This is an optimization exercise on Yosys and OpenROAD, whose aim is small area, a short achievable clock period and few clock cycles per item, not a production implementation. The RTL was checked by simulation tests, not by an equivalence proof against the original design.

==> flow/design.v (excerpt) <==
module aes_dp (
  input  wire         clk,
  input  wire         rst,         
  input  wire         in_valid,
  output wire         in_ready,
  input  wire [1:0]   in_op,       
  input  wire         in_key256,   
  input  wire [255:0] in_key,
  input  wire [127:0] in_data,
  output reg          out_valid,
  output wire [127:0] out_data
);
For scale: about 12000 cells after synthesis, about 520 I/O pins, about 0.10 mm² of cells after synthesis.
Settings: LEC_CHECK=0, CAP_MARGIN=20, CORE_MARGIN=2, CORE_UTILIZATION=50, PLACE_DENSITY=0.6, SLEW_MARGIN=40; clock period 12.0 ns.
standard.sh (not shown) runs the stock make flow with config.mk's settings and CLKGATE_MAP_FILE= SYNTH_SCRIPT=/design/flow/synth_recipe.tcl, a recipe that flattens the netlist after the stock synthesis.
==> flow/flow/run.sh <==
#!/bin/bash
# The standard layout (the standard.sh: standard synthesis, floorplan,
# placement, CTS, routing) with two changes to how it is made:
# - repair_timing is asked to keep a larger setup margin, so that it sizes
#   and buffers the longest paths further;
# - the buffer that every input and output port gets is a buf_1 rather than
#   the cell buffer_ports picks by default (a delay buffer).
set -euo pipefail
bash standard.sh SETUP_SLACK_MARGIN=7.5 "BUFFER_PORTS_ARGS=-buffer_cell sky130_fd_sc_hd__buf_1" finish > standard.log 2>&1
Testbench counts at the start, summed over its fixed seeds: cycles 22,591, blocks 1,732.
Change:
--- a/flow/design.v
+++ b/flow/design.v
@@ -194,21 +194,20 @@
     endcase
   endfunction
   function integer sr_src(input integer p);
     sr_src = (p % 4) + 4 * (((p / 4) + (p % 4)) % 4);
   endfunction
   function integer isr_src(input integer p);
     isr_src = (p % 4) + 4 * (((p / 4) - (p % 4) + 4) % 4);
   endfunction
   reg [127:0] ra, rout;      
   reg [191:0] rb;            
-  reg [127:0] ka;            
   reg [255:0] ks, kw;
   reg [47:0]  kmid;          
   reg         grp;           
   reg [4:0]   gcnt;          
   reg         gdec;          
   reg         g256;          
   reg         s1;            
   reg         pk, pk_dec, pk_ra;    
   reg         pk_ev;         
   reg         pr, pr_dec;    
@@ -217,29 +216,30 @@
   reg         ksf;
   reg         k256;
   reg [3:0]   gkh;
   reg         kw256;
   reg         kdir_ld;       
   reg         kx_load, ks_swap;
   reg         k1_go, k1_ks, k1_fwd, k1_cv;
   reg [9:0]   k1_p;          
   reg         k2_go, k2_fwd, k2_cv;
   reg [7:0]   k2_rcon;
-  reg         a_act, a_park, a_dec, a_first, a_last;
+  reg         a_act, a_park, a_dec, a_first, a_last, a_kks, a_kkw;
   wire        k1_rot  = k1_p[9];
   wire        k1_tinx = k1_p[8];
   reg         b_dec, b_fin;
   reg         rdy;
   assign in_ready = rdy;
   assign out_data = rout;
   genvar g;
   wire [127:0] mc = {mix_col(ra[127:96]), mix_col(ra[95:64]), mix_col(ra[63:32]), mix_col(ra[31:0])};
+  wire [127:0] ka = ({128{a_kks}} & ks[255:128]) | ({128{a_kkw}} & kw[255:128]);
   wire [127:0] xa = (a_first ? ra : mc) ^ ka;
   wire [127:0] te, td;
   wire [191:0] rb_d;
   generate
     for (g = 0; g < 16; g = g + 1) begin : g_sa
       aes_sb_in u_in (.x(xa[127-8*g -: 8]), .te(te[127-8*g -: 8]), .td(td[127-8*g -: 8]));
     end
     for (g = 0; g < 16; g = g + 1) begin : g_sm
       wire [7:0]  t_d = (a_park && (g % 4 != 0)) ? td[127-8*g -: 8] : td[127-8*isr_src(g) -: 8];
       wire [7:0]  t   = a_dec ? t_d : te[127-8*sr_src(g) -: 8];
@@ -387,48 +387,46 @@
     end else if (grp_k1) begin
       k1_go_n = 1'b1; k1_fwd_n = !gdec;
     end else if (cv_want && !acc_key) begin
       ks_swap_n = cv_swap;
       k1_go_n = cv_k1; k1_ks_n = 1'b1; k1_fwd_n = cv_fwd; k1_cv_n = cv_k1;
       k1_p_n  = kparm(khs_s, cv_fwd, k256);
     end
     last_n = g256_n ? 5'd28 : 5'd20;
     rdy_n  = !pk_n && !pr_n;
   end
-  wire [127:0] ks_h_s = (ks_swap || k2_ks) ? ks[127:0] : ks[255:128];
-  wire [127:0] kw_h_s = kx_load ? ks[255:128] : (k2_kw ? kB : kA);
   wire         ka_ks  = !g_mid_n;
   wire         ka_0   = gdec && (gcnt_c != 5'd1);
   always @(posedge clk) begin
     rb   <= rb_d;
     ra   <= (rdy && !to_rout) ? in_data : (xfer ? rout : v);
-    ka   <= a_park_n ? 128'h0 : (ka_ks ? ks_h_s : (ka_0 ? 128'h0 : kw_h_s));
     if (rdy && to_rout)  rout <= in_data;
     else if (!pr || xfer) rout <= y ^ kb;
     kmid <= kmid_d;
     if (kx_load)    kw <= ks;
     else if (k2_kw) kw <= {kB, k_n};
     if (acc_key)      ks <= in_key;
     else if (ks_swap) ks <= {ks[127:0], ks[255:128]};
     else if (k2_ks)   ks <= {ks[127:0], k_n};
     k2_rcon <= k1_p[7:0];
     k2_fwd  <= k1_fwd;
     if (rst) begin
       grp <= 1'b0; gcnt <= 5'd0; gdec <= 1'b0; g256 <= 1'b0; s1 <= 1'b0;
       pk <= 1'b0; pk_dec <= 1'b0; pk_ra <= 1'b0; pk_ev <= 1'b0;
       pr <= 1'b0; pr_dec <= 1'b0; to_rout <= 1'b0;
       khs <= 4'd1; ksf <= 1'b1; k256 <= 1'b0; kdir_ld <= 1'b0;
       gkh <= 4'd0; kw256 <= 1'b0;
       kx_load <= 1'b0; ks_swap <= 1'b0;
       k1_go <= 1'b0; k1_ks <= 1'b0; k1_fwd <= 1'b0; k1_cv <= 1'b0; k1_p <= 10'd0;
       k2_go <= 1'b0; k2_cv <= 1'b0;
       a_act <= 1'b0; a_park <= 1'b0; a_dec <= 1'b0; a_first <= 1'b0; a_last <= 1'b0;
+      a_kks <= 1'b0; a_kkw <= 1'b0;
       b_dec <= 1'b0; b_fin <= 1'b0;
       rdy <= 1'b1;
       out_valid <= 1'b0;
     end else begin
       grp <= grp_n; gcnt <= gcnt_n; gdec <= gdec_n; g256 <= g256_n; s1 <= s1_n;
       pk <= pk_n; pk_dec <= pk_dec_n; pk_ra <= pk_ra_n; pk_ev <= pk_ev_n;
       pr <= pr_n; pr_dec <= pr_dec_n;
       to_rout <= grp_n && (gcnt_n != 5'd0) && (gcnt_n < last_n - 5'd1);
       if (acc_key) begin
         khs <= 4'd1; ksf <= in_key256; k256 <= in_key256;
@@ -437,16 +435,18 @@
       end
       kdir_ld <= start_dec;
       gkh <= gkh_s;
       if (kx_load) kw256 <= k256;
       kx_load <= kx_load_n; ks_swap <= ks_swap_n;
       k1_go <= k1_go_n; k1_ks <= k1_ks_n; k1_fwd <= k1_fwd_n; k1_cv <= k1_cv_n && !acc_key;
       k1_p <= k1_p_n;
       k2_go <= k1_go && !(k1_cv && acc_key); k2_cv <= k1_cv;
       a_act <= a_act_n; a_park <= a_park_n; a_dec <= a_dec_n;
       a_first <= !g_mid_n || (gcnt_c == 5'd1) || a_park_n; a_last <= a_last_n;
+      a_kks <= !a_park_n && ka_ks;
+      a_kkw <= !a_park_n && !ka_ks && !ka_0;
       b_dec <= a_dec && !a_park; b_fin <= a_act && a_last;
       rdy <= rdy_n;
       out_valid <= b_fin;
     end
   end
 endmodule
Cell count decreases by a little under a tenth; synthesized cell count shrinks by roughly a tenth; area after synthesis shrinks by a few percent; critical path depth stays the same; via count goes down by a little under a tenth; final area went down by a few percent; hold slack is about the same; count of clock-buffer cells in the layout shrinks by 12; setup slack loses 0.014 ns; non-clock buffer count rises by 151; wire length is lower by roughly a tenth.
Testbench counts after the change, summed over its fixed seeds: cycles 22,591, blocks 1,732.

re-timing with driven ports:
Ports are ideal in the flow. The routed layouts listed here were re-timed in OpenROAD. Step 1 (the two cells are an assumption about what drives the block):
set clk [get_ports {clk}]
set_driving_cell -lib_cell sky130_fd_sc_hd__clkbuf_16 $clk
set_driving_cell -lib_cell sky130_fd_sc_hd__buf_2 [delete_from_list [all_inputs] $clk]
Step 2, shift: input delay + t, output delay - t, t = (earliest + latest rising clock arrival at the registers) / 2. This alone moves slack from input paths to output paths. a / b / c = ideal ports / drivers / drivers and shift; a / b = the first two.
| run | t, ns | setup slack, ns | hold WS [ns] | worst data-port slew with drivers (ns) | cell pins on the clock port's net |
|---|---|---|---|---|---|
| the first run | 0.926 | 7.416 / 7.416 / 6.893 | 0.330 / 0.330 / 0.330 | 0.26 | 1 |
| the second run | 0.919 | 7.403 / 7.403 / 6.807 | 0.327 / 0.327 / 0.327 | 0.21 | 1 |
After both steps setup and hold are still met in every run listed. For the second run, which loses most, drivers alone change the setup slack by 0.000 ns; drivers and shift together by -0.596 ns.
